Source: an optimization exercise on an open RTL-to-GDS flow (aim: small area, a short achievable clock period and few clock cycles per item). Production flows keep margins and buffers that such runs may drop. In this exercise RTL edits were held to simulation tests only and were not proved equivalent to the original.

<file path="design/flow/config.mk">
export PLATFORM = sky130hd
export DESIGN_NAME = dec_screen
export DESIGN_NICKNAME = dec_screen
export VERILOG_FILES = /design/flow/design.v
export SDC_FILE = /design/flow/constraint.sdc
export NUM_CORES = 4
export LEC_CHECK = 0
export CAP_MARGIN = 20
export CORE_MARGIN = 2
export CORE_UTILIZATION = 40
export SETUP_SLACK_MARGIN = 2
export SLEW_MARGIN = 20
</file>
<file path="design/flow/constraint.sdc">
create_clock -name core_clock -period 100.0 [get_ports {clk}]
set_input_delay 20.0000 -clock core_clock [delete_from_list [all_inputs] [get_ports {clk}]]
set_output_delay 20.0000 -clock core_clock [all_outputs]
set_load 0.01 [all_outputs]
</file>
<file path="design/flow/design.v">
module dec_quant (
    input  wire        mode3,    
    input  wire [15:0] vol1,
    input  wire [15:0] vol2,
    input  wire [15:0] vol3,
    input  wire [15:0] vol4,
    input  wire [15:0] vol5,
    input  wire [15:0] vol6,
    input  wire [15:0] y,
    input  wire [15:0] t,
    output reg  [2:0]  level
);
    wire [2:0] m = mode3 ? 3'd7 : 3'd3;
    reg [15:0] vol [0:7];
    always @* begin
        vol[0] = 16'd0;
        vol[1] = vol1;
        vol[2] = vol2;
        vol[3] = mode3 ? vol3 : 16'hffff;
        vol[4] = vol4;
        vol[5] = vol5;
        vol[6] = vol6;
        vol[7] = 16'hffff;
    end
    reg [2:0]  k;
    reg [15:0] lo, hi, den;
    reg [16:0] rem;
    reg [15:0] f;              
    integer i, b;
    always @* begin
        k = 3'd0;
        for (i = 1; i < 8; i = i + 1)
            if (i[2:0] <= m && vol[i] <= y)
                k = i[2:0];
        lo  = vol[k];
        hi  = vol[k + 3'd1];
        den = hi - lo;
        rem = {1'b0, y - lo};
        f   = 16'd0;
        for (b = 15; b >= 0; b = b - 1) begin
            rem = {rem[15:0], 1'b0};
            if (rem >= {1'b0, den}) begin
                rem  = rem - {1'b0, den};
                f[b] = 1'b1;
            end
        end
        if (k == m)
            level = m;
        else
            level = (f > t) ? k + 3'd1 : k;
    end
endmodule
module dec_screen (
    input  wire        clk,
    input  wire        rst,           
    input  wire        cfg_mode3,     
    input  wire [15:0] cfg_vol1,
    input  wire [15:0] cfg_vol2,
    input  wire [15:0] cfg_vol3,
    input  wire [15:0] cfg_vol4,
    input  wire [15:0] cfg_vol5,
    input  wire [15:0] cfg_vol6,
    input  wire [7:0]  cfg_werr,      
    input  wire [7:0]  cfg_w1,        
    input  wire [7:0]  cfg_w2,        
    input  wire        in_valid,
    output wire        in_ready,
    input  wire [15:0] in_cv,         
    input  wire [7:0]  in_gain,       
    input  wire [15:0] in_thr,        
    input  wire [1:0]  in_st,         
    input  wire        in_cr,         
    input  wire        in_sol,        
    input  wire        in_eol,        
    output reg         out_valid,
    input  wire        out_ready,
    output reg  [2:0]  out_level
);
    localparam ST_OK  = 2'd0;
    function [15:0] vol_of;
        input [2:0] lv;
        begin
            case (lv)
                3'd0: vol_of = 16'd0;
                3'd1: vol_of = cfg_vol1;
                3'd2: vol_of = cfg_vol2;
                3'd3: vol_of = cfg_mode3 ? cfg_vol3 : 16'hffff;
                3'd4: vol_of = cfg_vol4;
                3'd5: vol_of = cfg_vol5;
                3'd6: vol_of = cfg_vol6;
                default: vol_of = 16'hffff;
            endcase
        end
    endfunction
    function is_dead;
        input [1:0] st;
        begin
            is_dead = (st == 2'd1) || (st == 2'd3);
        end
    endfunction
    reg  [1:0] bub_cnt;                      
    wire       out_free = !out_valid || out_ready;
    assign     in_ready = out_free && (bub_cnt == 2'd0);
    wire       in_fire  = in_valid && in_ready;
    wire       shift    = out_free && (in_fire || bub_cnt != 2'd0);
    reg  signed [17:0] e_reg;                
    wire [23:0] dg    = in_cv * in_gain;
    wire [16:0] dg7   = dg[23:7];
    wire [15:0] d     = dg7[16] ? 16'hffff : dg7[15:0];
    wire signed [17:0] e_in = (in_cr || in_sol) ? 18'sd0 : e_reg;
    wire signed [18:0] x    = $signed({3'b000, d}) + e_in;
    wire [15:0] xc = x[18] ? 16'd0 : (x[17:16] != 2'b00) ? 16'hffff : x[15:0];
    wire [2:0] q_scr;
    dec_quant u_q_scr (
        .mode3(cfg_mode3),
        .vol1(cfg_vol1), .vol2(cfg_vol2), .vol3(cfg_vol3),
        .vol4(cfg_vol4), .vol5(cfg_vol5), .vol6(cfg_vol6),
        .y(xc), .t(in_thr), .level(q_scr)
    );
    wire        d_nz    = (d != 16'd0);
    wire [2:0]  lvl_scr = d_nz ? q_scr : 3'd0;
    wire signed [17:0] err   = $signed({2'b00, xc}) - $signed({2'b00, vol_of(lvl_scr)});
    wire signed [26:0] err_w = err * $signed({1'b0, cfg_werr});
    wire signed [26:0] err_sh = err_w >>> 8;      
    wire signed [18:0] err_s  = err_sh[18:0];
    wire signed [17:0] e_nxt = !d_nz              ? 18'sd0 :
                               (err_s >  19'sd16384) ? 18'sd16384 :
                               (err_s < -19'sd16384) ? -18'sd16384 :
                               err_s[17:0];
    always @(posedge clk)
        if (in_fire)
            e_reg <= e_nxt;
    reg        w_vld [0:4];
    reg        w_sol [0:4];
    reg        w_eol [0:4];
    reg [2:0]  w_lvl [0:4];
    reg        w_dnz [0:4];
    reg [1:0]  w_st  [0:4];
    reg [15:0] w_thr [0:4];
    integer j;
    always @(posedge clk) begin
        if (shift) begin
            for (j = 4; j > 0; j = j - 1) begin
                w_vld[j] <= w_vld[j-1];
                w_sol[j] <= w_sol[j-1];
                w_eol[j] <= w_eol[j-1];
                w_lvl[j] <= w_lvl[j-1];
                w_dnz[j] <= w_dnz[j-1];
                w_st[j]  <= w_st[j-1];
                w_thr[j] <= w_thr[j-1];
            end
            w_vld[0] <= in_fire;
            w_sol[0] <= in_sol;
            w_eol[0] <= in_eol;
            w_lvl[0] <= lvl_scr;
            w_dnz[0] <= d_nz;
            w_st[0]  <= in_st;
            w_thr[0] <= in_thr;
        end
        if (rst)
            for (j = 0; j < 5; j = j + 1)
                w_vld[j] <= 1'b0;
    end
    wire nb_l1 = w_vld[3] && !w_sol[2];                  
    wire nb_l2 = nb_l1 && w_vld[4] && !w_sol[3];         
    wire nb_r1 = w_vld[1] && !w_eol[2];                  
    wire nb_r2 = nb_r1 && w_vld[0] && !w_eol[1];         
    wire [23:0] sh_l1 = vol_of(w_lvl[3]) * cfg_w1;
    wire [23:0] sh_l2 = vol_of(w_lvl[4]) * cfg_w2;
    wire [23:0] sh_r1 = vol_of(w_lvl[1]) * cfg_w1;
    wire [23:0] sh_r2 = vol_of(w_lvl[0]) * cfg_w2;
    wire [17:0] acc = ((nb_l1 && is_dead(w_st[3])) ? {2'b00, sh_l1[23:8]} : 18'd0)
                    + ((nb_l2 && is_dead(w_st[4])) ? {2'b00, sh_l2[23:8]} : 18'd0)
                    + ((nb_r1 && is_dead(w_st[1])) ? {2'b00, sh_r1[23:8]} : 18'd0)
                    + ((nb_r2 && is_dead(w_st[0])) ? {2'b00, sh_r2[23:8]} : 18'd0);
    wire [18:0] ysum = {3'b000, vol_of(w_lvl[2])} + {1'b0, acc};
    wire [15:0] yq   = (ysum[18:16] != 3'b000) ? 16'hffff : ysum[15:0];
    wire [2:0] q_fin;
    dec_quant u_q_fin (
        .mode3(cfg_mode3),
        .vol1(cfg_vol1), .vol2(cfg_vol2), .vol3(cfg_vol3),
        .vol4(cfg_vol4), .vol5(cfg_vol5), .vol6(cfg_vol6),
        .y(yq), .t(w_thr[2]), .level(q_fin)
    );
    wire [2:0] lvl_fin = (w_st[2] != ST_OK || !w_dnz[2]) ? 3'd0 : q_fin;
    always @(posedge clk) begin
        if (rst) begin
            out_valid <= 1'b0;
            bub_cnt   <= 2'd0;
        end else begin
            if (shift) begin
                out_valid <= w_vld[2];
                out_level <= lvl_fin;
            end else if (out_ready) begin
                out_valid <= 1'b0;
            end
            if (in_fire && in_eol)
                bub_cnt <= 2'd3;
            else if (shift && bub_cnt != 2'd0)
                bub_cnt <= bub_cnt - 2'd1;
        end
    end
endmodule
</file>
<file path="design/flow/run.sh">
#!/bin/bash
# synth_recipe.tcl (not shown) runs the flow's synth.tcl, then flattens the netlist and writes it again
# the make line also repeats each setting of config.mk as NAME=value (left out here)
make -C /OpenROAD-flow-scripts/flow DESIGN_CONFIG=/design/flow/config.mk WORK_HOME=/design/flow/orfs CLKGATE_MAP_FILE= SYNTH_SCRIPT=/design/flow/synth_recipe.tcl finish
</file>
==> impl.org <==
** Outcome
- Outcome :: timing/DRC/antenna clean

** GRT
- Entering global routing, the biggest net connects 76 pins.
- Initial antenna violation count :: 34
- The number of global-route vias before repair came to approximately 70000.
- Total overflow reported by the global router :: 0
- For this run, the total global-route usage over all layers was measured as 31.0%.
- The first global-routing pass estimated 438000 µm of wire.

** Detailed routing
- Vias post-DR :: 71957
- Wires add up to between 200000 and 300000 µm.
- Routed wire length per instance :: 25.0 µm
- The detail route stage leaves a number of antenna-violating nets equal to 0.
- DRC viols :: 0
- First DRT Iteration DRCs :: 6721
- Dividing the detail-routed via count by the number of cells gives roughly 6.1.
- For this run, the detailed router's first-pass iteration total came to 7.

** CTS
- Clock buffer depth :: 2
- TritonCTS Sinks :: between 100 and 150
- Clock-pin slew was measured on the worst setup and hold paths at 100 ps.
- The clock reaches the later pin of the worst-skew pair after 430 ps.
- CTS tree :: done
- Clock buffer count from CTS :: 9
- The clock tree synthesis step divided the H-tree into 3 levels.
- CTS placed an instance of sky130_fd_sc_hd__clkbuf_16 at the clock tree root.

** Layout
- The area growth from synthesis to layout is 12.3%.
- Commonest non-fill, non-tap cell in the layout :: sky130_fd_sc_hd__ha_1
- Number of flip-flops in the largest register :: 48
- Once layout is complete, the utilization of the core stands at 45.2%.
- Commonest cells after routing, fill and taps aside :: sky130_fd_sc_hd__ha_1 (1077), sky130_fd_sc_hd__inv_1 (909), sky130_fd_sc_hd__nand2_1 (722)
- Fill cells in the final layout number 17960.
- In the final layout, the share of cells above drive strength 1 is between 10 and 15%.
- Net count of the finished layout :: 11320

** Floorplan
- In this run the core area contains between 150 and 200 standard-cell rows.
- Y dimension of the die :: approximately 430 µm
- The total area inside the core boundary comes to 181000 µm².
- Initial Util :: between 40% and 50%
- I/O pins :: 175
- Overall die width :: 431 µm
- The floorplan step defined a die boundary enclosing 185000 µm².

** STA
- For the finished layout, the period the worst path requires is 92970 ps.
- Final Setup Violations :: 0
- Unrepaired setup endpoints after global routing :: no
- The final hold violation count is 0.
- After layout, the worst path uses roughly 93% of the clock period.
- Setup total negative slack on the finished layout was measured at 0 ps.
- Headroom to the max-slew limit came out at about a fifth.
- Pin slew with the least headroom to its limit :: approximately 1200 ps
- Across the routed clock network, the largest skew measured is 20.6 ps.
- Derived from the worst setup path, the maximum achievable clock frequency is approximately 11 MHz.
- Max Slew Vio Count :: 0

** Yosys
- Most frequently used flop master after synthesis :: sky130_fd_sc_hd__edfxtp_1
- Library cell with the largest summed area after synthesis :: sky130_fd_sc_hd__ha_1
- Number of enable-type register cells in the synthesized netlist :: 102
- Average size of a mapped cell :: approximately 8.0 µm²
- During synthesis, Yosys emitted a total of 17 warnings.
- Synthesis produced a netlist with a net count of 10945.
- Area share of the leading cell type in the synthesized netlist :: 18.6%
- After synthesis, flip-flops and latches occupy 4.43% of the total area.
- Top area cells in the synthesized netlist :: sky130_fd_sc_hd__ha_1 (19%), sky130_fd_sc_hd__fa_1 (16%), sky130_fd_sc_hd__xnor2_1 (5.5%), sky130_fd_sc_hd__a21oi_1 (5.3%), sky130_fd_sc_hd__mux2_2 (4.8%)
- #FFs+latches synth :: 110
- Ys async rst share :: 0%
- In this run, distinct cell masters in the synthesized netlist total 149.
- The synthesized netlist occupies a cell area of 72800 µm².
- In the synthesized netlist, the number of instances is slightly above 9000.

** Setup path
- Data on the critical path arrives at its endpoint at 93140 ps.
- Peak per-stage delay on the critical path :: roughly 600 ps
- The critical path is of the input port to flop type.
- Most used cell along the critical path :: sky130_fd_sc_hd__o21bai_1
- The worst setup path is launched from an input port.
- Origin of the critical flop-to-flop path :: w_lvl[3][1]
- STA classifies the critical path endpoint as a flop.
- Peak fanout along the critical path :: 26
- Max stage delay cell, worst path :: sky130_fd_sc_hd__or4_4
- At the worst endpoint, the required time is 100180 ps.
- Beginning of the critical path :: in_gain[0]

** Place
- In this run the tool buffered the top-level ports with 174 buffer cells.
- At the end of routability-driven placement, the weighted congestion stood at 1.03.
- DP Wirelength :: 224000 µm

** Worst hold path
- Hold/Removal Path Class :: flop to flop
- Worst Hold Launch :: w_thr[0][2]

** Flow run
- Maximum Capacitance Violations :: 0
cell usage after synthesis, types with 51 or more instances:
cell type / instances
sky130_fd_sc_hd__mux2i_1: 111
sky130_fd_sc_hd__xor2_1: 121
sky130_fd_sc_hd__nor3_1: 122
sky130_fd_sc_hd__o21a_1: 77
sky130_fd_sc_hd__o21ai_0: 402
sky130_fd_sc_hd__nor2b_1: 143
sky130_fd_sc_hd__and2_1: 498
sky130_fd_sc_hd__a221oi_1: 109
sky130_fd_sc_hd__nand2_1: 724
sky130_fd_sc_hd__nand4_1: 133
sky130_fd_sc_hd__nor2_1: 470
sky130_fd_sc_hd__and3_1: 51
sky130_fd_sc_hd__o22ai_1: 81
sky130_fd_sc_hd__xnor2_1: 456
sky130_fd_sc_hd__clkbuf_1: 289
sky130_fd_sc_hd__o21bai_1: 203
sky130_fd_sc_hd__inv_1: 916
sky130_fd_sc_hd__edfxtp_1: 102
sky130_fd_sc_hd__a21o_1: 248
sky130_fd_sc_hd__nand3_1: 96
sky130_fd_sc_hd__a21oi_1: 778
sky130_fd_sc_hd__nand2b_1: 129
sky130_fd_sc_hd__fa_1: 577
sky130_fd_sc_hd__a221o_1: 88
sky130_fd_sc_hd__mux2_2: 312
sky130_fd_sc_hd__ha_1: 1085
cell families after synthesis:
kind of cell	Yosys count	share of synthesized area [%]
muxes	444	6.76
AOI/OAI and AO/OA	2431	22.2
and+or+nand+nor	2560	17.9
xor gates and xnor gates	577	6.94
DFF	110	4.43
adders and majority gates	1662	34.5
buffers and inverters	1329	7.36
worst max-delay path: cells and delay by family:
family	cells	cell delay, ps
mux	10	2990
simple gates	74	10130
xor+xnor	3	610
fa+ha+maj	34	12010
compound gates	262	43730
buf+inv	27	3490
per-layer routing:
layer	share of wire [%]	global-route usage [%]
met1	41	40.1
met2	44	49.1
met3	8.7	5.74
met4	6.2	15.9
met5	0.026	0
worst paths after layout:
path,endpoint,slack [ps],cells after the start
max,e_reg[12],7030,410
min reg2reg,w_thr[1][2],410,0
max reg2reg,out_level[2],26790,363
min,w_thr[1][2],410,0
repair_timing:
action,4_1_cts,5_1_grt
gates cloned,0,4
setup endpoints to repair,18,21
hold buffers,0,0
buffers inserted,2,51
gates resized for setup,11,247
pin swaps,0,26
per-stage QoR:
stage | instance area (µm²) | std cells | setup WS (ps) | hold WS (ps)
6_report | 81700 | 11884 | 7030 | 407
3_5_place_dp | 80000 | 11789 | 713 | 405
5_1_grt | 81700 | 11876 | 1540 | 419
2_1_floorplan | 72800 | 9113 | 3660 | 400
4_1_cts | 80300 | 11807 | 2070 | 408
3_3_place_gp | 80000 | 11789 | 2100 | 402
cell type report:
cell class	count	area (µm²)	area share (%)
Inverter	934	3560	4.35
Multi-Input combinational cell	7676	65400	80.0
Clock buffer	9	225	0.276
Sequential cell	110	3220	3.94
Timing Repair inverter	2	10.0	0.0122
Timing Repair Buffer	755	6200	7.59
Tap cell	2370	2970	3.63
Antenna cell	21	52.6	0.0643
Clock inverter	7	91.3	0.112
Testbench counts, summed over its fixed seeds: cycles 31,861, items 31,469.

[static timing again, ports no longer ideal]
The results above use ideal ports. As a check the final layout listed here was re-extracted and re-timed, cells and wires unchanged. Step 1, drivers: a clkbuf_16 drives clk and a buf_2 each remaining input, both assumed. Step 2 moves the port delays by t, midway between the first and last clock arrival at a register: inputs arrive t later, outputs are due t later. That takes back most of the time a late clock gives input paths. Three values: ideal, step 1, step 2; two values: the first two.
t (ns): 0.486
slack for setup (ns): 7.035 / 7.080 / 6.594
worst hold slack (ns): 0.407 / 0.407 / 0.407
slew at the worst register clock pin (ns): 0.10 / 0.10
After both steps setup and hold are still met in this run. For this run, drivers alone change the setup slack by +0.045 ns; drivers and shift together by -0.441 ns.
